What follows belongs to an exercise in optimizing a design on an open flow for small area, a short achievable clock period and few clock cycles; a production flow would make more cautious choices.
Only simulation tests tie the RTL to the original design; equivalence was not proved.

==> flow/design.v, too long to show whole: its modules and the start of the top module <==
// module fp_round: 17 lines
// module fp_add: 55 lines
// module fp_mul: 54 lines
// module mul24: 682 lines
// module fp_div: 95 lines
// module loop_law: 278 lines
module loop_law (
    input  wire        clk,
    input  wire        rst,
    input  wire        start,
    input  wire  [1:0] mode,
    input  wire        d_on_meas,
    input  wire        d_zero,
    input  wire        sat_ext,
    input  wire        plant_lost,
    input  wire [31:0] sp,
    input  wire [31:0] pv,
    input  wire [31:0] ff,
    input  wire [31:0] man_out,
    input  wire [31:0] kp,
    input  wire [31:0] ki,
    input  wire [31:0] kd,
    input  wire [31:0] tf,
    input  wire [31:0] h,
    input  wire [31:0] out_hi,
    input  wire [31:0] out_lo,
    input  wire [31:0] out_prev,
    input  wire [31:0] i_prev,
    input  wire [31:0] d_prev,
    input  wire [31:0] y_prev,
    output wire        done,
    output wire [31:0] out,
    output wire [31:0] i_out,
    output wire [31:0] d_out,
    output wire [31:0] y_out,
    output wire        numeric,
    output wire        i_inhibit,
    output wire        sat_hi,
    output wire        sat_lo
);
  // ...
==> flow/flow/run.sh <==
#!/bin/bash
# Layout flow: the standard layout (standard.sh) unchanged, except that
# repair_timing aims at a setup slack margin, so it shortens the critical
# paths well below the 50 ns clock instead of stopping once they fit in it.
set -euo pipefail
bash standard.sh SETUP_SLACK_MARGIN=35 finish > standard.log 2>&1
==> flow/standard.sh <==
#!/bin/bash
# synth_recipe.tcl (not shown) runs the flow's synth.tcl, then flattens the netlist and writes it again
# the make line also repeats each setting of config.mk as NAME=value (left out here)
make -C /OpenROAD-flow-scripts/flow DESIGN_CONFIG=/design/flow/config.mk WORK_HOME=/design/flow/orfs CLKGATE_MAP_FILE= SYNTH_SCRIPT=/design/flow/synth_recipe.tcl "${@:-finish}"
==> flow/config.mk <==
export PLATFORM = sky130hd
export DESIGN_NAME = loop_law
export DESIGN_NICKNAME = loop_law
export VERILOG_FILES = /design/flow/design.v
export SDC_FILE = /design/flow/constraint.sdc
export NUM_CORES = 8
export LEC_CHECK = 0
export ABC_AREA = 1
export CAP_MARGIN = 20
export CORE_MARGIN = 2
export CORE_UTILIZATION = 35
export SLEW_MARGIN = 20
==> flow/constraint.sdc <==
create_clock -name core_clock -period 50.0 [get_ports {clk}]
set_input_delay 10.0000 -clock core_clock [delete_from_list [all_inputs] [get_ports {clk}]]
set_output_delay 10.0000 -clock core_clock [all_outputs]
set_load 0.01 [all_outputs]
==> impl_metrics.sql, run 1 <==
INSERT INTO impl_metrics (metric_group, metric, value, unit) VALUES
('outcome', 'outcome', 'timing/DRC/antenna clean', ''),
('clock_network', 'sink_count_of_the_clock_tree', '702', ''),
('synthesis', 'ys_async_sr_fraction', '0', '%'),
('global_route', 'top_usage_layer', 'met2', ''),
('synthesis', 'synth_enable_flop_cells', '667', ''),
('detailed_routing', 'detailroute.wirelength.met3', '62300', 'um'),
('finish', 'multi_input_gates', '9810', ''),
('hold_path', 'hold_depth', '2', ''),
('synthesis', 'synth.most_common_cell', 'nand2_1', ''),
('sta', 'timing.final.max_slew_violations', '0', ''),
('setup_path', 'r2r_slack', '34430', 'ps'),
('finish', 'layout.buffer.nonclock.area_share', '12.7', '%'),
('hold_path', 'hp-class', 'register to register', ''),
('finish', 'num-nonclk-buffers', '1374', ''),
('sta', 'rsz0062_at_grt', 'yes', ''),
('detailed_routing', 'detail_route.wl_per_cell', '30.8', 'um'),
('finish', 'design.seq.count', '702', ''),
('clock_network', 'cts-buffers-inserted', '89', ''),
('detailed_routing', 'ant_nets', '0', ''),
('global_route', 'globalRouteMet3Util', '9.63', '%'),
('setup_path', 'setup.worst_path.start_class', 'register', ''),
('synthesis', 'mappedNetlistArea', '0.0860', 'mm2'),
('synthesis', 'combinational_family_with_the_most_area_after_synthesis', 'simple AND/OR/NAND/NOR gates', ''),
('setup_path', 'crit_family', 'simple AND/OR/NAND/NOR gates', ''),
('synthesis', 'synth_compound_area_share', '18.3', '%'),
('finish', 'number_of_antenna_cells_inserted', '8', ''),
('finish', 'fin_util', '45.7', '%'),
('sta', 'max-slew-margin-rel', '14.0', '%'),
('global_route', 'first_global_vias', '92287', ''),
('floorplanning', 'core-area', '0.245', 'mm2'),
('clock_network', 'insertion_delay', '810', 'ps'),
('setup_path', 'critPathMaxStageDelay', '550', 'ps'),
('floorplanning', 'die_width', '500', 'um'),
('sta', 'finalCriticalPeriod', '16190', 'ps'),
('place', 'dpl.hpwl', '392000', 'um'),
('detailed_routing', 'detailroute.via_count', '101668', ''),
('synthesis', 'synthSimpleGateAreaFrac', '27.8', '%'),
('setup_path', 'crit_type', 'register to primary output', '');
Testbench counts, summed over its fixed seeds: cycles 88,179.
==> module loop_law, before the edit <==
module loop_law (
    input  wire        clk,
    input  wire        rst,
    input  wire        start,
    input  wire  [1:0] mode,
    input  wire        d_on_meas,
    input  wire        d_zero,
    input  wire        sat_ext,
    input  wire        plant_lost,
    input  wire [31:0] sp,
    input  wire [31:0] pv,
    input  wire [31:0] ff,
    input  wire [31:0] man_out,
    input  wire [31:0] kp,
    input  wire [31:0] ki,
    input  wire [31:0] kd,
    input  wire [31:0] tf,
    input  wire [31:0] h,
    input  wire [31:0] out_hi,
    input  wire [31:0] out_lo,
    input  wire [31:0] out_prev,
    input  wire [31:0] i_prev,
    input  wire [31:0] d_prev,
    input  wire [31:0] y_prev,
    output wire        done,
    output wire [31:0] out,
    output wire [31:0] i_out,
    output wire [31:0] d_out,
    output wire [31:0] y_out,
    output wire        numeric,
    output wire        i_inhibit,
    output wire        sat_hi,
    output wire        sat_lo
);
    localparam M_AUTO = 2'd0, M_MANUAL = 2'd1, M_FIRST = 2'd2, M_TRANSFER = 2'd3;
    localparam [4:0]
        S_IDLE = 5'd0,
        S_A0 = 5'd1, S_A1 = 5'd2, S_A2 = 5'd3, S_A3 = 5'd4, S_A4 = 5'd5,
        S_A5 = 5'd6, S_A6 = 5'd7,
        S_V2 = 5'd17, S_V3 = 5'd18, S_FIN = 5'd19,
        S_R1 = 5'd20, S_R2 = 5'd21, S_R3 = 5'd22, S_R4 = 5'd16,
        S_B0 = 5'd23, S_B1 = 5'd24, S_B2 = 5'd25, S_B3 = 5'd26, S_B4 = 5'd27;
    function is_nan(input [31:0] x);
        is_nan = (&x[30:23]) & (|x[22:0]);
    endfunction
    function is_fin(input [31:0] x);
        is_fin = ~&x[30:23];
    endfunction
    function f_lt(input [31:0] x, input [31:0] y);
        begin
            if (is_nan(x) || is_nan(y))
                f_lt = 1'b0;
            else if (x[30:0] == 0 && y[30:0] == 0)
                f_lt = 1'b0;
            else if (x[31] != y[31])
                f_lt = x[31];
            else if (!x[31])
                f_lt = x[30:0] < y[30:0];
            else
                f_lt = x[30:0] > y[30:0];
        end
    endfunction
    function f_eq(input [31:0] x, input [31:0] y);
        f_eq = !is_nan(x) && !is_nan(y) &&
               ((x == y) || (x[30:0] == 0 && y[30:0] == 0));
    endfunction
    reg  [1:0] r_mode;
    reg        r_dom, r_dz, r_sat, r_plant;
    reg [31:0] r_sp, r_pv, r_ff, r_man, r_kp, r_ki, r_kd, r_tf, r_h;
    reg [31:0] r_hi, r_lo, r_outp, r_ip, r_dp, r_yp;
    reg [31:0] t, u;
    reg  [4:0] state;
    reg        rec, v_fin;
    localparam NA = 6, NB = 9;
    reg [NA-1:0] c_a;   reg c_an;
    reg [NB-1:0] c_b;   reg c_bn;
    reg [3:0]    c_ma, c_mb;
    reg c_wsp, c_wtf, c_wki, c_wkd, c_wkp, c_wu, c_wt_add, c_wt_mul, c_fixz, c_go;
    localparam A_SP = 0, A_PV = 1, A_TF = 2, A_T = 3, A_KP = 4, A_KI = 5;
    localparam B_PV = 0, B_YP = 1, B_H = 2, B_KD = 3, B_OUTP = 4, B_U = 5, B_D = 6, B_FF = 7, B_IP = 8;
    localparam MA_TF = 0, MA_KI = 1, MA_KD = 2, MA_KP = 3;
    localparam MB_DP = 0, MB_H = 1, MB_U = 2, MB_SP = 3;
    wire [31:0] d;
    reg  [31:0] add_a, add_b, mul_a, mul_b;
    wire [31:0] add_r, mul_r, div_r;
    wire        div_rdy;
    integer j;
    always @* begin
        add_a = 32'd0;
        add_b = 32'd0;
        for (j = 0; j < 32; j = j + 1) begin
            add_a[j] = (c_a[A_SP] & r_sp[j]) | (c_a[A_PV] & r_pv[j]) | (c_a[A_TF] & r_tf[j]) |
                       (c_a[A_T]  & t[j])    | (c_a[A_KP] & r_kp[j]) | (c_a[A_KI] & r_ki[j]);
            add_b[j] = (c_b[B_PV] & r_pv[j]) | (c_b[B_YP] & r_yp[j]) | (c_b[B_H]  & r_h[j]) |
                       (c_b[B_KD] & r_kd[j]) | (c_b[B_OUTP] & r_outp[j]) | (c_b[B_U] & u[j]) |
                       (c_b[B_D]  & d[j])    | (c_b[B_FF] & r_ff[j]) | (c_b[B_IP] & r_ip[j]);
            mul_a[j] = (c_ma[MA_TF] & r_tf[j]) | (c_ma[MA_KI] & r_ki[j]) |
                       (c_ma[MA_KD] & r_kd[j]) | (c_ma[MA_KP] & r_kp[j]);
            mul_b[j] = (c_mb[MB_DP] & r_dp[j]) | (c_mb[MB_H] & r_h[j]) |
                       (c_mb[MB_U]  & u[j])    | (c_mb[MB_SP] & r_sp[j]);
        end
    end
    fp_add u_add (.a({add_a[31] ^ c_an, add_a[30:0]}), .b({add_b[31] ^ c_bn, add_b[30:0]}),
                  .r(add_r));
    fp_mul u_mul (.a(mul_a), .b(mul_b), .r(mul_r));
    wire        q_neg, q_small;
    fp_div u_div (.clk(clk), .start(c_go), .a(t), .b(r_tf), .rdy(div_rdy), .result(div_r),
                  .q_neg(q_neg), .q_small(q_small));
    assign d = r_dz ? 32'd0 : div_r;
    wire [31:0] npv   = {~r_pv[31], r_pv[30:0]};
    wire        trn   = (r_mode == M_TRANSFER);
    wire        dwait = !r_dz && !div_rdy;      
    wire        stall = dwait && (state == S_V2 || state == S_R2 || state == S_FIN);
    wire [31:0] add_z = {add_r[31] & (|add_r[30:0]), add_r[30:0]};
    wire        ext_hi = r_sat && f_lt(32'd0, r_outp);
    wire        ext_lo = r_sat && f_lt(r_outp, 32'd0);
    wire        hiS = f_lt(r_hi, t) || ext_hi;
    wire        loS = f_lt(t, r_lo) || ext_lo;
    wire        inh_a = r_plant || (hiS && f_lt(32'd0, r_ki)) || (loS && f_lt(r_ki, 32'd0));
    wire        inh = (r_mode == M_AUTO) && (rec || inh_a);
    wire [31:0] y   = r_dom ? npv : r_sp;
    wire [31:0] i_f = (r_mode == M_AUTO) ? (inh ? r_ip : u) : trn ? t : r_ip;
    wire [31:0] x   = trn ? r_outp : (r_mode == M_MANUAL) ? r_man : t;
    wire        c1  = f_lt(r_lo, x);
    wire        c2  = f_lt(x, r_hi);
    wire        c3  = f_lt(r_lo, r_hi);
    wire        exh = f_eq(x, r_hi), exl = f_eq(x, r_lo), ehl = f_eq(r_hi, r_lo);
    wire [31:0] uo  = (trn || (c1 && c2)) ? x : (!c1 && c3) ? r_lo : r_hi;
    wire        eqh = (trn || (c1 && c2)) ? exh : (!c1 && c3) ? ehl : 1'b1;
    wire        eql = (trn || (c1 && c2)) ? exl : (!c1 && c3) ? 1'b1 : ehl;
    reg bad;
    always @* begin
        case (r_mode)
            M_AUTO:   bad = !(is_fin(r_sp) && is_fin(r_kp) && is_fin(y) && is_fin(d) &&
                              is_fin(r_ki) && (rec ? v_fin : is_fin(t)) && is_fin(i_f) &&
                              is_fin(t));
            M_MANUAL: bad = !(is_fin(r_sp) && is_fin(y) && is_fin(d) && is_fin(r_man));
            M_FIRST:  bad = !(is_fin(r_sp) && is_fin(r_kp) && is_fin(y) && is_fin(t));
            default:  bad = !(is_fin(r_sp) && is_fin(r_kp) && is_fin(y) && is_fin(d) &&
                              is_fin(t));
        endcase
    end
    wire go_rec = (r_mode == M_AUTO) && inh_a && !rec;
    wire di_pos  = f_lt(32'd0, r_ki), di_neg = f_lt(r_ki, 32'd0);
    wire ff_z    = ~|r_ff[30:0];
    wire v_small = (t[30:23] < 8'd252) && q_small && (r_ff[30:23] < 8'd252);
    wire sure_hi = (ext_hi || (f_lt(r_hi, t) && !q_neg && (!r_ff[31] || ff_z))) && di_pos;
    wire sure_lo = (ext_lo || (f_lt(t, r_lo) && q_neg && (r_ff[31] || ff_z))) && di_neg;
    wire skip_v  = (r_mode == M_AUTO) && v_small && (r_plant || sure_hi || sure_lo);
    wire fin    = (state == S_FIN) && !dwait && !go_rec;
    assign done      = fin;
    assign out       = bad ? r_outp : uo;
    assign i_out     = bad ? r_ip : i_f;
    assign d_out     = bad ? r_dp : d;
    assign y_out     = bad ? r_yp : y;
    assign numeric   = bad;
    assign i_inhibit = !bad && inh;
    assign sat_hi    = !bad && (eqh || ext_hi);
    assign sat_lo    = !bad && (eql || ext_lo);
    wire [4:0] first_st = (d_zero || mode == M_FIRST) ? S_B0 : S_A0;
    reg [4:0] nst;
    always @* begin
        nst = state;
        case (state)
            S_IDLE: if (start) nst = first_st;
            S_A0: nst = S_A1;
            S_A1: nst = S_A2;
            S_A2: nst = S_A3;
            S_A3: nst = S_A4;
            S_A4: nst = S_A5;
            S_A5: nst = S_A6;
            S_A6: nst = (r_mode == M_MANUAL) ? S_FIN : S_V2;
            S_V2: if (!dwait) nst = S_V3; else if (skip_v) nst = S_R2;
            S_V3: nst = S_FIN;
            S_R1: nst = S_R2;
            S_R2: if (!dwait) nst = S_R3;
            S_R3: nst = S_FIN;
            S_R4: nst = S_FIN;
            S_B0: nst = (r_mode == M_MANUAL) ? S_FIN : (r_mode == M_AUTO) ? S_B1 : S_B2;
            S_B1: nst = S_B2;
            S_B2: nst = S_B3;
            S_B3: nst = S_B4;
            S_B4: nst = S_FIN;
            S_FIN: if (!dwait) nst = go_rec ? (r_dz ? S_R1 : S_R4) : start ? first_st : S_IDLE;
            default: nst = S_IDLE;
        endcase
        if (rst) nst = S_IDLE;
    end
    wire [1:0] n_mode = (state == S_IDLE || state == S_FIN) ? mode : r_mode;
    wire       n_trn  = (n_mode == M_TRANSFER);
    wire       n_auto = (n_mode == M_AUTO);
    wire       n_dom  = r_dom;
    always @(posedge clk) begin
        c_a <= 0; c_an <= 1'b0; c_b <= 0; c_bn <= 1'b0; c_ma <= 0; c_mb <= 0;
        c_wsp <= 1'b0; c_wtf <= 1'b0; c_wki <= 1'b0; c_wkd <= 1'b0; c_wkp <= 1'b0;
        c_wu <= 1'b0; c_wt_add <= 1'b0; c_wt_mul <= 1'b0; c_fixz <= 1'b0; c_go <= 1'b0;
        case (nst)
            S_A0: begin c_a[A_SP] <= 1'b1; c_b[B_PV] <= 1'b1; c_bn <= 1'b1; c_wsp <= 1'b1;
                        c_ma[MA_TF] <= 1'b1; c_mb[MB_DP] <= 1'b1; c_wt_mul <= 1'b1; end
            S_A1: begin c_b[B_YP] <= 1'b1; c_bn <= 1'b1; c_wu <= 1'b1;
                        if (n_dom) begin c_a[A_PV] <= 1'b1; c_an <= 1'b1; end
                        else       c_a[A_SP] <= 1'b1;
                        c_ma[MA_KI] <= 1'b1; c_mb[MB_H] <= 1'b1; c_wki <= 1'b1; end
            S_A2:
                  begin c_a[A_TF] <= 1'b1; c_b[B_H] <= 1'b1; c_wtf <= 1'b1;
                        c_ma[MA_KD] <= 1'b1; c_mb[MB_U] <= 1'b1; c_wkd <= 1'b1; end
            S_A3: begin c_a[A_T] <= 1'b1; c_b[B_KD] <= 1'b1; c_wt_add <= 1'b1;
                        c_ma[MA_KP] <= 1'b1; c_mb[MB_SP] <= 1'b1; c_wkp <= 1'b1; end
            S_A4: begin c_go <= 1'b1;
                        c_a[A_KP] <= 1'b1; c_b[B_IP] <= 1'b1; c_wtf <= 1'b1;    
                        c_ma[MA_KI] <= 1'b1; c_mb[MB_SP] <= 1'b1; c_wki <= 1'b1; end
            S_A5:
                  if (n_trn) begin c_a[A_KP] <= 1'b1; c_an <= 1'b1; c_b[B_OUTP] <= 1'b1; c_wt_add <= 1'b1; end
                  else       begin c_a[A_KI] <= 1'b1; c_b[B_IP] <= 1'b1; c_wu <= 1'b1; end
            S_A6:
                  if (!n_trn) begin c_a[A_KP] <= 1'b1; c_b[B_U] <= 1'b1; c_wt_add <= 1'b1; end
            S_V2: begin c_a[A_T] <= 1'b1; c_b[B_D] <= 1'b1; c_bn <= n_trn; c_wt_add <= 1'b1; end
            S_FIN: begin c_a[A_TF] <= 1'b1; c_b[B_D] <= 1'b1; c_wtf <= 1'b1; end
            S_R4: begin c_a[A_TF] <= 1'b1; c_b[B_FF] <= 1'b1; c_wt_add <= 1'b1; end
            S_V3, S_R3, S_B4:
                  begin c_a[A_T] <= 1'b1; c_b[B_FF] <= 1'b1; c_bn <= n_trn; c_wt_add <= 1'b1; end
            S_R1: begin c_a[A_KP] <= 1'b1; c_b[B_IP] <= 1'b1; c_wtf <= 1'b1; end
            S_R2: begin c_a[A_TF] <= 1'b1; c_b[B_D] <= 1'b1; c_wt_add <= 1'b1; end
            S_B0: begin c_a[A_SP] <= 1'b1; c_b[B_PV] <= 1'b1; c_bn <= 1'b1; c_wsp <= 1'b1;
                        c_ma[MA_KI] <= 1'b1; c_mb[MB_H] <= 1'b1; c_wki <= 1'b1; end
            S_B1: begin c_ma[MA_KI] <= 1'b1; c_mb[MB_SP] <= 1'b1; c_wki <= 1'b1; end
            S_B2: begin c_a[A_KI] <= 1'b1; c_b[B_IP] <= 1'b1; c_wu <= 1'b1;
                        c_ma[MA_KP] <= 1'b1; c_mb[MB_SP] <= 1'b1; c_wkp <= 1'b1; end
            S_B3: begin
                c_a[A_KP] <= 1'b1; c_wt_add <= 1'b1;
                if (n_trn)       begin c_an <= 1'b1; c_b[B_OUTP] <= 1'b1; end
                else if (n_auto) begin c_b[B_U] <= 1'b1; c_fixz <= 1'b1; end
                else             begin c_b[B_IP] <= 1'b1; c_fixz <= 1'b1; end
            end
            default: ;
        endcase
    end
    wire take = (state == S_IDLE) || fin;
    always @(posedge clk) begin
        state <= nst;
        if (take) begin
            r_mode  <= mode;
            r_dom   <= d_on_meas;
            r_dz    <= d_zero || (mode == M_FIRST);
            r_sat   <= sat_ext;
            r_plant <= plant_lost;
            r_pv    <= pv;
            r_ff    <= ff;
            r_man   <= man_out;
            r_h     <= h;
            r_hi    <= out_hi;
            r_lo    <= out_lo;
            rec     <= 1'b0;
        end
        if (take)       r_sp <= sp;       else if (c_wsp) r_sp <= add_r;
        if (take)       r_tf <= tf;       else if (c_wtf) r_tf <= add_r;
        if (take)       r_ki <= ki;       else if (c_wki) r_ki <= mul_r;
        if (take)       r_kd <= kd;       else if (c_wkd) r_kd <= mul_r;
        if (take)       r_kp <= kp;       else if (c_wkp) r_kp <= mul_r;
        if (c_wu)       u <= add_r;
        if (c_wt_mul)   t <= mul_r;
        else if (c_wt_add && !stall) t <= c_fixz ? add_z : add_r;
        if (state == S_FIN && !dwait && go_rec) begin
            rec   <= 1'b1;
            v_fin <= is_fin(t);
        end
        if (state == S_V2 && dwait && skip_v) begin
            rec   <= 1'b1;
            v_fin <= 1'b1;
        end
        if (take) begin
            r_outp <= out_prev;
            r_ip   <= i_prev;
            r_dp   <= d_prev;
            r_yp   <= y_prev;
        end
    end
endmodule
==> run 2: changes to the inputs <==
--- a/flow/design.v
+++ b/flow/design.v
@@ -1020,7 +1020,7 @@
     wire        hiS = f_lt(r_hi, t) || ext_hi;
     wire        loS = f_lt(t, r_lo) || ext_lo;
     wire        inh_a = r_plant || (hiS && f_lt(32'd0, r_ki)) || (loS && f_lt(r_ki, 32'd0));
-    wire        inh = (r_mode == M_AUTO) && (rec || inh_a);
+    wire        inh = (r_mode == M_AUTO) && rec;
     wire [31:0] y   = r_dom ? npv : r_sp;
     wire [31:0] i_f = (r_mode == M_AUTO) ? (inh ? r_ip : u) : trn ? t : r_ip;
     wire [31:0] x   = trn ? r_outp : (r_mode == M_MANUAL) ? r_man : t;
@@ -1028,7 +1028,8 @@
     wire        c2  = f_lt(x, r_hi);
     wire        c3  = f_lt(r_lo, r_hi);
     wire        exh = f_eq(x, r_hi), exl = f_eq(x, r_lo), ehl = f_eq(r_hi, r_lo);
-    wire [31:0] uo  = (trn || (c1 && c2)) ? x : (!c1 && c3) ? r_lo : r_hi;
+    wire        s_x  = trn || (c1 && c2);
+    wire        s_lo = !s_x && !c1 && c3;
     wire        eqh = (trn || (c1 && c2)) ? exh : (!c1 && c3) ? ehl : 1'b1;
     wire        eql = (trn || (c1 && c2)) ? exl : (!c1 && c3) ? 1'b1 : ehl;
     reg bad;
@@ -1052,7 +1053,9 @@
     wire skip_v  = (r_mode == M_AUTO) && v_small && (r_plant || sure_hi || sure_lo);
     wire fin    = (state == S_FIN) && !dwait && !go_rec;
     assign done      = fin;
-    assign out       = bad ? r_outp : uo;
+    wire        o_x  = !bad && s_x, o_lo = !bad && s_lo, o_hi = !bad && !s_x && !s_lo;
+    assign out       = ({32{bad}} & r_outp) | ({32{o_x}} & x) | ({32{o_lo}} & r_lo) |
+                       ({32{o_hi}} & r_hi);
     assign i_out     = bad ? r_ip : i_f;
     assign d_out     = bad ? r_dp : d;
     assign y_out     = bad ? r_yp : y;
==> impl_metrics.sql, run 2 <==
INSERT INTO impl_metrics (metric_group, metric, value, unit) VALUES
('hold_path', 'timing.hold.worst_endpoint', 'v_fin', ''),
('finish', 'final_nets', '15086', ''),
('finish', 'layout-drive-gt1-share', '15.6', '%'),
('global_route', 'first_global_vias', '92276', ''),
('sta', 'fmax', '65.0', 'MHz'),
('synthesis', 'synth_sequential_area_ratio', '24.0', '%'),
('setup_path', 'cp_common_cell', 'buf_12', ''),
('floorplanning', 'core-area', '0.245', 'mm2'),
('global_route', 'antenna_found_initial', '31', ''),
('floorplanning', 'floorplan.die_area', '0.251', 'mm2'),
('place', 'place_congestion', '1.07', ''),
('setup_path', 'crit_type', 'register to primary output', ''),
('global_route', 'gr-total-overflow', '0', ''),
('detailed_routing', 'ant_nets', '0', ''),
('synthesis', 'postSynthCellCount', '12817', ''),
('finish', 'final_common_cell', 'nand2_1', ''),
('hold_path', 'hp-class', 'register to register', ''),
('synthesis', 'synth.net_count', '14119', ''),
('finish', 'area_growth_syn_to_layout', '28.8', '%'),
('synthesis', 'synth_enable_flop_cells', '667', ''),
('synthesis', 'synth.most_common_cell', 'nand2_1', ''),
('synthesis', 'synthesis.yosys.warnings', '4', ''),
('clock_network', 'clk_path_buf_depth', '3', ''),
('sta', 'max-slew-margin-rel', '22.6', '%'),
('setup_path', 'setup.worst_path.start_class', 'register', ''),
('sta', 'hold_viol', '0', ''),
('finish', 'final_cells', '17089', ''),
('detailed_routing', 'detailedRoute.firstIterationViolations', '15242', ''),
('detailed_routing', 'firstDrtPassIters', '7', ''),
('setup_path', 'r2r_slack', '34900', 'ps'),
('clock_network', 'sink_count_of_the_clock_tree', '702', ''),
('global_route', 'grt.total_usage', '37.5', '%'),
('floorplanning', 'row_count', '182', ''),
('synthesis', 'synth_cell_types', '87', ''),
('synthesis', 'synth_area_leader_cell', 'edfxtp_1', ''),
('clock_network', 'cts-buffers-inserted', '86', ''),
('synthesis', 'syn-mean-instance-area', '6.73', 'um2'),
('sta', 'totalNegativeSetupSlack', '0', 'ps'),
('setup_path', 'critPathRequiredTime', '40000', 'ps'),
('hold_path', 'hold_depth', '2', ''),
('detailed_routing', 'detail_route.vias_per_cell', '5.99', ''),
('setup_path', 'worstRegToRegCells', '98', ''),
('sta', 'final_min_period_over_clock_period', '30.7', '%'),
('synthesis', 'synth.top_cells.by_area', 'edfxtp_1 23%, nand2_1 16%, ha_1 8.0%', ''),
('sta', 'timing.final.max_slew_violations', '0', ''),
('synthesis', 'mappedNetlistArea', '0.0863', 'mm2'),
('detailed_routing', 'drcViolationCount', '0', ''),
('detailed_routing', 'finalWirelength', '506000', 'um'),
('setup_path', 'arrival', '5370', 'ps'),
('setup_path', 'worst_r2r_startpoint', 't[27]', ''),
('clock_network', 'cts_tree', 'yes', ''),
('detailed_routing', 'detail_route.wl_per_cell', '29.6', 'um'),
('clock_network', 'clock_tree.root_cell', 'clkbuf_16', ''),
('sta', 'tightestPinTransition', '1160', 'ps'),
('global_route', 'global_route_wire_length_before_repair', '680000', 'um'),
('sta', 'finClkSkew', '130', 'ps'),
('hold_path', 'hold_path.startpoint', 'v_fin', ''),
('outcome', 'outcome', 'timing/DRC/antenna clean', ''),
('synthesis', 'ys_async_sr_fraction', '0', '%'),
('synthesis', 'synth-seq-cells', '702', ''),
('sta', 'final_setup_violation_count', '0', ''),
('sta', 'finalCriticalPeriod', '15370', 'ps'),
('finish', 'mostFrequentLayoutCells', '3,500 x nand2_1, 1,486 x inv_1, 879 x nand3_1', ''),
('setup_path', 'critPathMaxStageDelay', '430', 'ps'),
('place', 'io_buffers', '621', ''),
('setup_path', 'r2r-end', 'u_div.result[0]', ''),
('floorplanning', 'initial_utilization', '35.2', '%'),
('clock_network', 'htree_num_levels', '3', ''),
('clock_network', 'insertion_delay', '840', 'ps'),
('setup_path', 'cp_slowest_cell', 'edfxtp_1', ''),
('setup_path', 'setup.worst_path.end_class', 'primary output', ''),
('clock_network', 'clock_edge_transition_at_the_registers_on_the_reported_setup_and_hold_paths', '80', 'ps'),
('place', 'place.detailed.instances', '16340', ''),
('floorplanning', 'top_level_ports', '622', ''),
('sta', 'rsz0062_at_grt', 'yes', ''),
('place', 'dpl.hpwl', '379000', 'um'),
('job', 'drv_cap', '0', ''),
('floorplanning', 'height_of_the_die', '501', 'um'),
('floorplanning', 'die_width', '501', 'um'),
('setup_path', 'path_max_fanout', '11', ''),
('detailed_routing', 'detailroute.via_count', '102437', ''),
('synthesis', 'netlist_top_cells_count', '3,627 x nand2_1, 1,566 x inv_1, 915 x nor2_1', ''),
('synthesis', 'synth_top_flop_cell', 'edfxtp_1', ''),
('global_route', 'grt_max_degree', '201', ''),
('synthesis', 'synth_top_cell_area_share', '23.2', '%');
-- run 2: worst max-delay path, delay by kind of cell (launching register included) --
family	cells	cell delay [ps]
flops	1	430
fa+ha+maj	1	270
compound gates	6	1530
simple gates	10	1040
buf+inv	9	1240
-- run 2: timing repair --
action | in CTS | in global routing
cloned | 28 | 37
gates resized for setup | 734 | 1032
setup buffers | 187 | 324
endpoints found under the setup margin | 411 | 352
pin swaps | 125 | 343
hold buffers | 0 | 0
-- run 2: how the worst max path moves through the flow --
| stage | startpoint | endpoint | slack [ps] | depth (start not counted) |
|---|---|---|---|---|
| 2_1_floorplan | t[24] | u_div.result[0] | 35000 | 118 |
| 3_3_place_gp | c_b[0] | t[31] | 27970 | 97 |
| 3_5_place_dp | c_b[0] | t[31] | 28310 | 98 |
| 4_1_cts | r_mode[0] | out[0] | 34710 | 23 |
| 5_1_grt | t[27] | u_div.result[0] | 34330 | 102 |
| 6_report | r_mode[0] | out[3] | 34630 | 26 |
-- run 2: kinds of logic (layout without fill, tap and decap cells) --
group / after synthesis / count (layout) / synth area share [%]
multiplexers: 21 / 21 / 0.245
AO/OA/AOI/OAI: 2398 / 2398 / 16.2
adder cells (fa/ha/maj): 813 / 813 / 14.0
flip-flops: 702 / 702 / 24.0
XOR/XNOR: 545 / 545 / 5.54
AND/OR/NAND/NOR: 6155 / 6175 / 30.2
other: 0 / 16 / 0
buffers and inverters: 2183 / 3199 / 9.83
-- run 2: layer usage --
layer,vias up,wire [um],track usage [%]
met5,-,385,0
met4,16,51200,29.4
met3,1904,64000,10.6
met2,7324,206000,54.2
met1,48192,185000,46.9
li1,45001,-,-
-- run 2: final cells by class --
class / instances / area [um2]
multi-input combinational: 9952 / 63300
antenna: 16 / 40.0
clock inverter: 56 / 693
clock buffer: 101 / 2210
fill: 25153 / 134000
sequential: 702 / 20800
timing repair inverter: 13 / 114
tap: 3220 / 4030
inverter: 1642 / 6480
timing repair buffer: 1387 / 13500
-- run 2: stage by stage --
stage	hold WS, ps	instance area [um2]	setup slack [ps]	utilization, %
2_1_floorplan	429	86400	35000	-
3_3_place_gp	451	96100	27970	39.2
3_5_place_dp	457	96200	28310	39.2
4_1_cts	475	104000	34710	42.2
5_1_grt	501	111000	34330	45.3
6_report	475	111000	34630	45.3
Testbench counts of run 2, summed over its fixed seeds: cycles 88,179.
==> run 3: changes to the inputs <==
--- a/flow/config.mk
+++ b/flow/config.mk
@@ -8,5 +8,5 @@
 export ABC_AREA = 1
 export CAP_MARGIN = 20
 export CORE_MARGIN = 2
-export CORE_UTILIZATION = 35
+export CORE_UTILIZATION = 45
 export SLEW_MARGIN = 20
==> impl_metrics.sql, run 3 <==
INSERT INTO impl_metrics (metric_group, metric, value, unit) VALUES
('clock_network', 'cts-buffers-inserted', '80', ''),
('synthesis', 'syn-mean-instance-area', '6.73', 'um2'),
('clock_network', 'postCtsHoldBufs', '0', ''),
('finish', 'seq_cell_area', '0.0208', 'mm2'),
('global_route', 'antenna_found_initial', '39', ''),
('setup_path', 'setup.worst_path.end_class', 'primary output', ''),
('synthesis', 'synth.most_common_cell', 'nand2_1', ''),
('synthesis', 'postSynthCellCount', '12817', ''),
('sta', 'fin_worst_hold_slack', '492', 'ps'),
('sta', 'finClkSkew', '94.6', 'ps'),
('setup_path', 'cp_common_cell', 'buf_12', ''),
('floorplanning', 'row_count', '160', ''),
('detailed_routing', 'detail_route.wl_per_cell', '31.0', 'um'),
('detailed_routing', 'detailroute.via_count', '106145', ''),
('clock_network', 'clock_edge_transition_at_the_registers_on_the_reported_setup_and_hold_paths', '70', 'ps'),
('outcome', 'outcome', 'timing/DRC/antenna clean', ''),
('job', 'drv_cap', '0', ''),
('synthesis', 'synth.net_count', '14119', ''),
('clock_network', 'clock_tree.root_cell', 'clkbuf_16', ''),
('floorplanning', 'core-area', '0.190', 'mm2'),
('synthesis', 'synth_area_leader_cell', 'edfxtp_1', ''),
('setup_path', 'r2r-end', 'u_div.result[0]', ''),
('synthesis', 'synth_top_flop_cell', 'edfxtp_1', ''),
('finish', 'num-fill-cells', '17771', ''),
('place', 'post-place-ws', '28700', 'ps'),
('place', 'place.detailed.instances', '15612', ''),
('finish', 'area_growth_syn_to_layout', '27.3', '%'),
('setup_path', 'cp_slowest_cell', 'nor4_4', ''),
('detailed_routing', 'drcViolationCount', '0', ''),
('floorplanning', 'floorplan.die_area', '0.195', 'mm2'),
('sta', 'final_min_period_over_clock_period', '31.3', '%'),
('place', 'io_buffers', '621', ''),
('sta', 'fmax', '63.9', 'MHz'),
('floorplanning', 'height_of_the_die', '442', 'um'),
('finish', 'layout-drive-gt1-share', '15.4', '%'),
('detailed_routing', 'met1_layer_wirelength_in_the_final_routing', '173000', 'um'),
('synthesis', 'synth_enable_flop_cells', '667', ''),
('setup_path', 'critPathMaxStageDelay', '620', 'ps'),
('global_route', 'gr-total-overflow', '0', ''),
('synthesis', 'synth-seq-cells', '702', ''),
('synthesis', 'netlist_top_cells_count', '3,627 x nand2_1, 1,566 x inv_1, 915 x nor2_1', ''),
('hold_path', 'hold_path.startpoint', 'v_fin', ''),
('global_route', 'first_global_vias', '96744', ''),
('hold_path', 'hp-class', 'register to register', ''),
('clock_network', 'htree_num_levels', '3', ''),
('sta', 'totalNegativeSetupSlack', '0', 'ps'),
('synthesis', 'synth_sequential_area_ratio', '24.0', '%'),
('detailed_routing', 'ant_nets', '0', ''),
('floorplanning', 'initial_utilization', '45.3', '%'),
('synthesis', 'synth_top_cell_area_share', '23.2', '%'),
('setup_path', 'crit_family', 'simple AND/OR/NAND/NOR gates', ''),
('global_route', 'grt_max_degree', '125', ''),
('finish', 'multi_input_area', '0.0630', 'mm2'),
('sta', 'timing.final.max_slew_violations', '0', ''),
('detailed_routing', 'detailedRoute.firstIterationViolations', '16509', ''),
('synthesis', 'synth.top_cells.by_area', 'edfxtp_1 23%, nand2_1 16%, ha_1 8.0%', ''),
('detailed_routing', 'detailroute.wirelength.met3', '68800', 'um'),
('detailed_routing', 'highest-signal-layer', 'met5', ''),
('detailed_routing', 'firstDrtPassIters', '10', ''),
('detailed_routing', 'detail_route.vias_per_cell', '6.49', ''),
('sta', 'tightestPinTransition', '1290', 'ps'),
('setup_path', 'worst_r2r_startpoint', 't[30]', ''),
('synthesis', 'synth_cell_types', '87', ''),
('clock_network', 'sink_count_of_the_clock_tree', '702', ''),
('sta', 'fin_ws', '34360', 'ps'),
('sta', 'rsz0062_at_grt', 'yes', ''),
('setup_path', 'worstRegToRegCells', '102', ''),
('floorplanning', 'top_level_ports', '622', ''),
('detailed_routing', 'dr_wl_met2', '209000', 'um'),
('global_route', 'grt.total_usage', '48.2', '%'),
('finish', 'mostFrequentLayoutCells', '3,479 x nand2_1, 1,478 x inv_1, 890 x nand3_1', ''),
('detailed_routing', 'finalWirelength', '507000', 'um'),
('setup_path', 'critPathRequiredTime', '40000', 'ps'),
('floorplanning', 'die_width', '442', 'um'),
('finish', 'final_cells', '16351', ''),
('synthesis', 'ys_async_sr_fraction', '0', '%'),
('place', 'place_congestion', '1.16', ''),
('setup_path', 'worst-path-buf-inv', '9', ''),
('finish', 'final_common_cell', 'nand2_1', ''),
('setup_path', 'r2r_slack', '34890', 'ps'),
('sta', 'hold_viol', '0', ''),
('clock_network', 'clk_path_buf_depth', '3', ''),
('clock_network', 'cts_tree', 'yes', ''),
('hold_path', 'hold_depth', '2', ''),
('clock_network', 'insertion_delay', '800', 'ps'),
('finish', 'final_nets', '15053', ''),
('synthesis', 'synthesis.yosys.warnings', '4', ''),
('sta', 'finalCriticalPeriod', '15640', 'ps'),
('setup_path', 'crit_type', 'register to primary output', ''),
('setup_path', 'setup.worst_path.start_class', 'register', ''),
('place', 'dpl.hpwl', '377000', 'um'),
('sta', 'final_setup_violation_count', '0', ''),
('hold_path', 'timing.hold.worst_endpoint', 'v_fin', ''),
('synthesis', 'mappedNetlistArea', '0.0863', 'mm2'),
('global_route', 'global_route_wire_length_before_repair', '687000', 'um'),
('sta', 'max-slew-margin-rel', '13.3', '%'),
('setup_path', 'path_max_fanout', '8', ''),
('setup_path', 'arrival', '5640', 'ps');
## run 3: cell count changes in the layout (fill, tap and decap cells not counted), moves of 21 or more
cell	before	now
o21ai_0	691	655
nand2_1	3500	3479
buf_4	621	588
o21ai_2	87	110
o21ai_1	131	152
nor2_2	87	108
## run 3: layout make-up
type	instances	area share, %
flip-flops and latches	702	18.9
multi-input cells	9946	57.3
repair buffers	1366	12.2
well taps	2511	2.86
diodes	23	0.0524
clock buffers	96	1.89
inverters	1642	5.99
repair inverters	13	0.0957
clock inverters	52	0.639
## run 3: kinds of logic (layout without fill, tap and decap cells)
group / count (synthesis) / in the layout / synth area share, %
adder cells (fa/ha/maj): 813 / 813 / 14.0
multiplexers: 21 / 21 / 0.245
other: 0 / 23 / 0
AO/OA/AOI/OAI: 2398 / 2398 / 16.2
buffers and inverters: 2183 / 3169 / 9.83
AND/OR/NAND/NOR: 6155 / 6169 / 30.2
flip-flops: 702 / 702 / 24.0
XOR/XNOR: 545 / 545 / 5.54
## run 3: what timing repair did
| item | CTS | global route |
|---|---|---|
| pin swaps | 107 | 299 |
| setup buffers | 196 | 310 |
| setup endpoints to repair | 411 | 357 |
| gates cloned | 32 | 29 |
| gates resized for setup | 804 | 980 |
## run 3: worst max-delay path by stage
stage	startpoint	endpoint	slack (ps)	cells after the start
4_1_cts	r_mode[0]	out[12]	34660	26
3_5_place_dp	c_b[0]	t[31]	28700	98
3_3_place_gp	c_b[1]	t[31]	26900	95
5_1_grt	t[27]	u_div.result[0]	34300	116
2_1_floorplan	t[24]	u_div.result[0]	35000	118
6_report	r_mode[0]	out[12]	34360	25
## run 3: per-stage QoR
step | util [%] | area, um2
finish | 57.7 | 110000
global route | 57.7 | 110000
CTS | 54.0 | 103000
detailed placement | 50.0 | 95200
global placement | 50.0 | 95100
floorplan | - | 86400
## run 3: worst min-delay path, stage by stage, from the launching register on
cell and delay (ps):
dfxtp_1 330, nand2_1 60, o21ai_0 70
## run 3: layer usage
layer / GRT usage [%] / up-vias
met2: 71.3 / 8798
met5: 0.928 / -
met1: 56.4 / 49794
met3: 16.0 / 2581
met4: 40.6 / 34
li1: - / 44938
==> module fp_div, before the edit <==
module fp_div #(parameter B = 7, NC = 4) (
    input  wire        clk,
    input  wire        start,
    input  wire [31:0] a,
    input  wire [31:0] b,
    output reg         rdy,
    output reg  [31:0] result,
    output wire        q_neg,       
    output wire        q_small      
);
    localparam K = B * NC;                  
    wire a_nan  = (&a[30:23]) & (|a[22:0]);
    wire b_nan  = (&b[30:23]) & (|b[22:0]);
    wire a_inf  = (&a[30:23]) & ~(|a[22:0]);
    wire b_inf  = (&b[30:23]) & ~(|b[22:0]);
    wire a_zero = ~|a[30:0];
    wire b_zero = ~|b[30:0];
    wire an = |a[30:23], bn = |b[30:23];
    wire spec   = a_nan | b_nan | a_inf | b_inf | a_zero | b_zero;
    wire [31:0] spec_v = (a_nan | b_nan | (a_inf & b_inf) | (a_zero & b_zero)) ? 32'h7FC00000 :
                         (a_inf | b_zero) ? {a[31] ^ b[31], 8'hFF, 23'd0} : {a[31] ^ b[31], 31'd0};
    wire signed [9:0] e_q0 = $signed({2'd0, a[30:24], a[23] | ~an})
                           - $signed({2'd0, b[30:24], b[23] | ~bn}) + 10'sd127;
    wire [23:0] ma = {an, a[22:0]};
    wire [23:0] mb = {bn, b[22:0]};
    reg  [4:0] lza, lzb;
    integer k;
    always @* begin
        lza = 5'd0; lzb = 5'd0;
        for (k = 0; k < 24; k = k + 1) begin
            if (ma[k]) lza = 5'd23 - k[4:0];
            if (mb[k]) lzb = 5'd23 - k[4:0];
        end
    end
    reg         busy, norm;
    reg  [2:0]  cnt;
    reg  [24:0] rem;       
    reg  [23:0] dv;
    reg  [K-1:0] quot;
    reg  signed [9:0] ex;
    reg         sg;
    assign q_neg   = sg;
    assign q_small = ex < 10'sd252;
    wire        first = start & an & bn;
    wire [24:0] r_in  = first ? {1'b0, 1'b1, a[22:0]} : rem;
    wire [23:0] d_in  = first ? {1'b1, b[22:0]} : dv;
    reg  [24:0] r;
    reg  [25:0] t;
    reg  [K-1:0] q;
    integer i;
    always @* begin
        r = r_in;
        q = first ? {K{1'b0}} : quot;
        for (i = 0; i < B; i = i + 1) begin
            t = {1'b0, r} - {2'b00, d_in};
            q = {q[K-2:0], ~t[25]};
            r = t[25] ? {r[23:0], 1'b0} : {t[23:0], 1'b0};
        end
    end
    wire        hi1  = q[K-1];
    wire [24:0] qs   = hi1 ? q[K-1:K-25] : q[K-2:K-26];
    wire        stk  = (hi1 ? |q[K-26:0] : ((K > 26) ? |q[K-27:0] : 1'b0)) | (|r);
    wire [31:0] rounded;
    fp_round u_round (.sign(sg), .exp(hi1 ? ex : ex - 10'sd1), .sig({qs, stk}), .result(rounded));
    always @(posedge clk) begin
        if (start) begin
            sg   <= a[31] ^ b[31];
            rdy  <= spec;
            busy <= ~spec;
            norm <= ~spec & ~(an & bn);
            result <= spec_v;
            ex   <= e_q0;
            cnt  <= 3'd1;
            rem  <= r;
            quot <= q;
            dv   <= {1'b1, b[22:0]};
            if (~an | ~bn) begin
                rem  <= {1'b0, ma << lza};
                dv   <= mb << lzb;
                quot <= {K{1'b0}};
                cnt  <= 3'd0;
                ex   <= e_q0 - $signed({5'd0, lza}) + $signed({5'd0, lzb});
            end
        end else if (busy) begin
            rem  <= r;
            quot <= q;
            cnt  <= cnt + 3'd1;
            if (cnt == NC - 1) begin
                busy   <= 1'b0;
                rdy    <= 1'b1;
                result <= rounded;
            end
        end
    end
endmodule
==> run 4: changes to the inputs <==
--- a/flow/design.v
+++ b/flow/design.v
@@ -814,7 +814,8 @@
     output reg         rdy,
     output reg  [31:0] result,
     output wire        q_neg,       
-    output wire        q_small      
+    output wire        q_small,     
+    output wire signed [9:0] q_exp  
 );
     localparam K = B * NC;                  
     wire a_nan  = (&a[30:23]) & (|a[22:0]);
@@ -831,16 +832,15 @@
                            - $signed({2'd0, b[30:24], b[23] | ~bn}) + 10'sd127;
     wire [23:0] ma = {an, a[22:0]};
     wire [23:0] mb = {bn, b[22:0]};
-    reg  [4:0] lza, lzb;
+    reg  [4:0] lza;
     integer k;
     always @* begin
-        lza = 5'd0; lzb = 5'd0;
+        lza = 5'd0;
         for (k = 0; k < 24; k = k + 1) begin
             if (ma[k]) lza = 5'd23 - k[4:0];
-            if (mb[k]) lzb = 5'd23 - k[4:0];
         end
     end
-    reg         busy, norm;
+    reg         busy;
     reg  [2:0]  cnt;
     reg  [24:0] rem;       
     reg  [23:0] dv;
@@ -849,6 +849,7 @@
     reg         sg;
     assign q_neg   = sg;
     assign q_small = ex < 10'sd252;
+    assign q_exp   = ex;
     wire        first = start & an & bn;
     wire [24:0] r_in  = first ? {1'b0, 1'b1, a[22:0]} : rem;
     wire [23:0] d_in  = first ? {1'b1, b[22:0]} : dv;
@@ -875,7 +876,6 @@
             sg   <= a[31] ^ b[31];
             rdy  <= spec;
             busy <= ~spec;
-            norm <= ~spec & ~(an & bn);
             result <= spec_v;
             ex   <= e_q0;
             cnt  <= 3'd1;
@@ -884,11 +884,14 @@
             dv   <= {1'b1, b[22:0]};
             if (~an | ~bn) begin
                 rem  <= {1'b0, ma << lza};
-                dv   <= mb << lzb;
+                dv   <= mb;
                 quot <= {K{1'b0}};
                 cnt  <= 3'd0;
-                ex   <= e_q0 - $signed({5'd0, lza}) + $signed({5'd0, lzb});
+                ex   <= e_q0 - $signed({5'd0, lza});
             end
+        end else if (busy && !dv[23]) begin
+            dv   <= {dv[22:0], 1'b0};
+            ex   <= ex + 10'sd1;
         end else if (busy) begin
             rem  <= r;
             quot <= q;
==> impl_metrics.sql, run 4 <==
INSERT INTO impl_metrics (metric_group, metric, value, unit) VALUES
('outcome', 'outcome', 'timing/DRC/antenna clean', ''),
('detailed_routing', 'detailedRoute.firstIterationViolations', '15914', ''),
('synthesis', 'synth_cell_types', '87', ''),
('sta', 'hold_viol', '0', ''),
('synthesis', 'mappedNetlistArea', '0.0844', 'mm2'),
('synthesis', 'synth_top_flop_cell', 'edfxtp_1', ''),
('global_route', 'use_met1', '57.6', '%'),
('finish', 'final_common_cell', 'nand2_1', ''),
('place', 'place_congestion', '1.11', ''),
('setup_path', 'worst_r2r_startpoint', 't[24]', ''),
('hold_path', 'timing.hold.worst_endpoint', 'v_fin', ''),
('finish', 'final_area', '0.108', 'mm2'),
('global_route', 'top_usage_layer', 'met2', ''),
('floorplanning', 'top_level_ports', '622', ''),
('clock_network', 'clk_path_buf_depth', '3', ''),
('global_route', 'first_global_vias', '93617', ''),
('floorplanning', 'floorplan.die_area', '0.191', 'mm2'),
('detailed_routing', 'detailroute.via_count', '101878', ''),
('place', 'placedInstanceArea', '0.0933', 'mm2'),
('finish', 'final_nets', '14468', ''),
('clock_network', 'sink_count_of_the_clock_tree', '702', ''),
('setup_path', 'arrival', '5970', 'ps'),
('place', 'post-place-ws', '28740', 'ps'),
('sta', 'timing.final.max_slew_violations', '0', ''),
('synthesis', 'netlist_top_cells_count', '3,357 x nand2_1, 1,463 x inv_1, 945 x o21ai_0', ''),
('setup_path', 'setup.worst_path.start_class', 'register', ''),
('setup_path', 'path_max_fanout', '16', ''),
('hold_path', 'hold_path.startpoint', 'v_fin', ''),
('finish', 'layout-drive-gt1-share', '16.6', '%'),
('sta', 'totalNegativeSetupSlack', '0', 'ps'),
('setup_path', 'critPathRequiredTime', '40000', 'ps');
[run 4: kinds of logic (layout without fill, tap and decap cells)]
group,after synthesis,in the layout,synth area share (%)
mux,29,29,0.344
simple gates,5532,5559,27.6
buf+inv,2075,3007,9.61
xor+xnor,568,568,5.90
other cells,0,14,0
flops,702,702,24.6
fa+ha+maj,805,805,14.2
compound gates,2569,2569,17.8
[run 4: worst max path at each step]
stage	cells after the start	slack (ps)	endpoint	from
global route	32	33820	out[5]	r_mode[0]
CTS	30	34190	out[5]	r_mode[0]
global placement	100	28670	t[31]	c_b[0]
detailed placement	100	28740	t[31]	c_b[0]
floorplan	104	35040	u_div.result[0]	t[24]
finish	20	34030	out[21]	t[21]
[run 4: per-layer routing]
| layer | up-vias | wire, um |
|---|---|---|
| li1 | 43327 | - |
| met1 | 47976 | 172000 |
| met2 | 8180 | 202000 |
| met3 | 2361 | 65800 |
| met4 | 34 | 51700 |
| met5 | - | 328 |
[run 4: layout make-up]
class / instances / area [um2]
Clock inverter: 61 / 785
Antenna cell: 14 / 35.0
Sequential cell: 702 / 20800
Multi-Input combinational cell: 9530 / 62400
Timing Repair inverter: 23 / 190
Timing Repair Buffer: 1296 / 12800
Inverter: 1542 / 6200
Clock buffer: 85 / 2000
Tap cell: 2480 / 3100
Fill cell: 17162 / 77800
[run 4: metrics by stage]
stage,std cells,hold WS (ps)
finish,15733,512
global route,15723,542
CTS,15461,497
detailed placement,15059,481
global placement,15058,448
floorplan,12280,429
[run 4: timing repair]
action / 4_1_cts / 5_1_grt
gates cloned: 51 / 27
pin swaps: 145 / 291
gates resized for setup: 972 / 938
endpoints found under the setup margin: 411 / 362
setup buffers: 205 / 231
[run 4: critical path: cells and delay by family, from the launching register on]
kind                       cells  cell delay, ps
and+or+nand+nor               10            1860
adders and majority gates      1             330
DFF                            1             840
buffers and inverters          5            1370
AOI/OAI and AO/OA              4             850
Testbench counts of run 4, summed over its fixed seeds: cycles 88,179.

-- what the ideal ports hide --
In the flow no input, the clock included, has a driving cell. The finished layouts below were timed again as built, in two steps.
Step 1 (the two cells are an assumption about what drives the block):
set clk [get_ports {clk}]
set_driving_cell -lib_cell sky130_fd_sc_hd__clkbuf_16 $clk
set_driving_cell -lib_cell sky130_fd_sc_hd__buf_2 [delete_from_list [all_inputs] $clk]
Step 2 adds t to the input delays and takes it off the output delays; t is the mean of the earliest and latest rising clock arrival at the registers after step 1. Input paths then give back, and output paths get back, about the clock's delay inside the block.
Slacks: ideal / step 1 / step 2; pairs: ideal / step 1.
| run | t (ns) | slack for setup (ns) | worst setup path after step 2 | slew at the worst register clock pin (ns) | pins driven straight from the clock port |
|---|---|---|---|---|---|
| run 1 | 0.859 | 33.815 / 33.718 / 34.425 | register to register | 0.07 / 0.07 | 1 |
| run 2 | 0.879 | 34.626 / 34.528 / 34.896 | register to register | 0.10 / 0.10 | 1 |
| run 3 | 0.844 | 34.361 / 34.270 / 34.893 | register to register | 0.08 / 0.08 | 1 |
| run 4 | 0.804 | 34.028 / 33.947 / 34.603 | register to register | 0.08 / 0.08 | 1 |
After both steps every run listed still meets setup and hold.
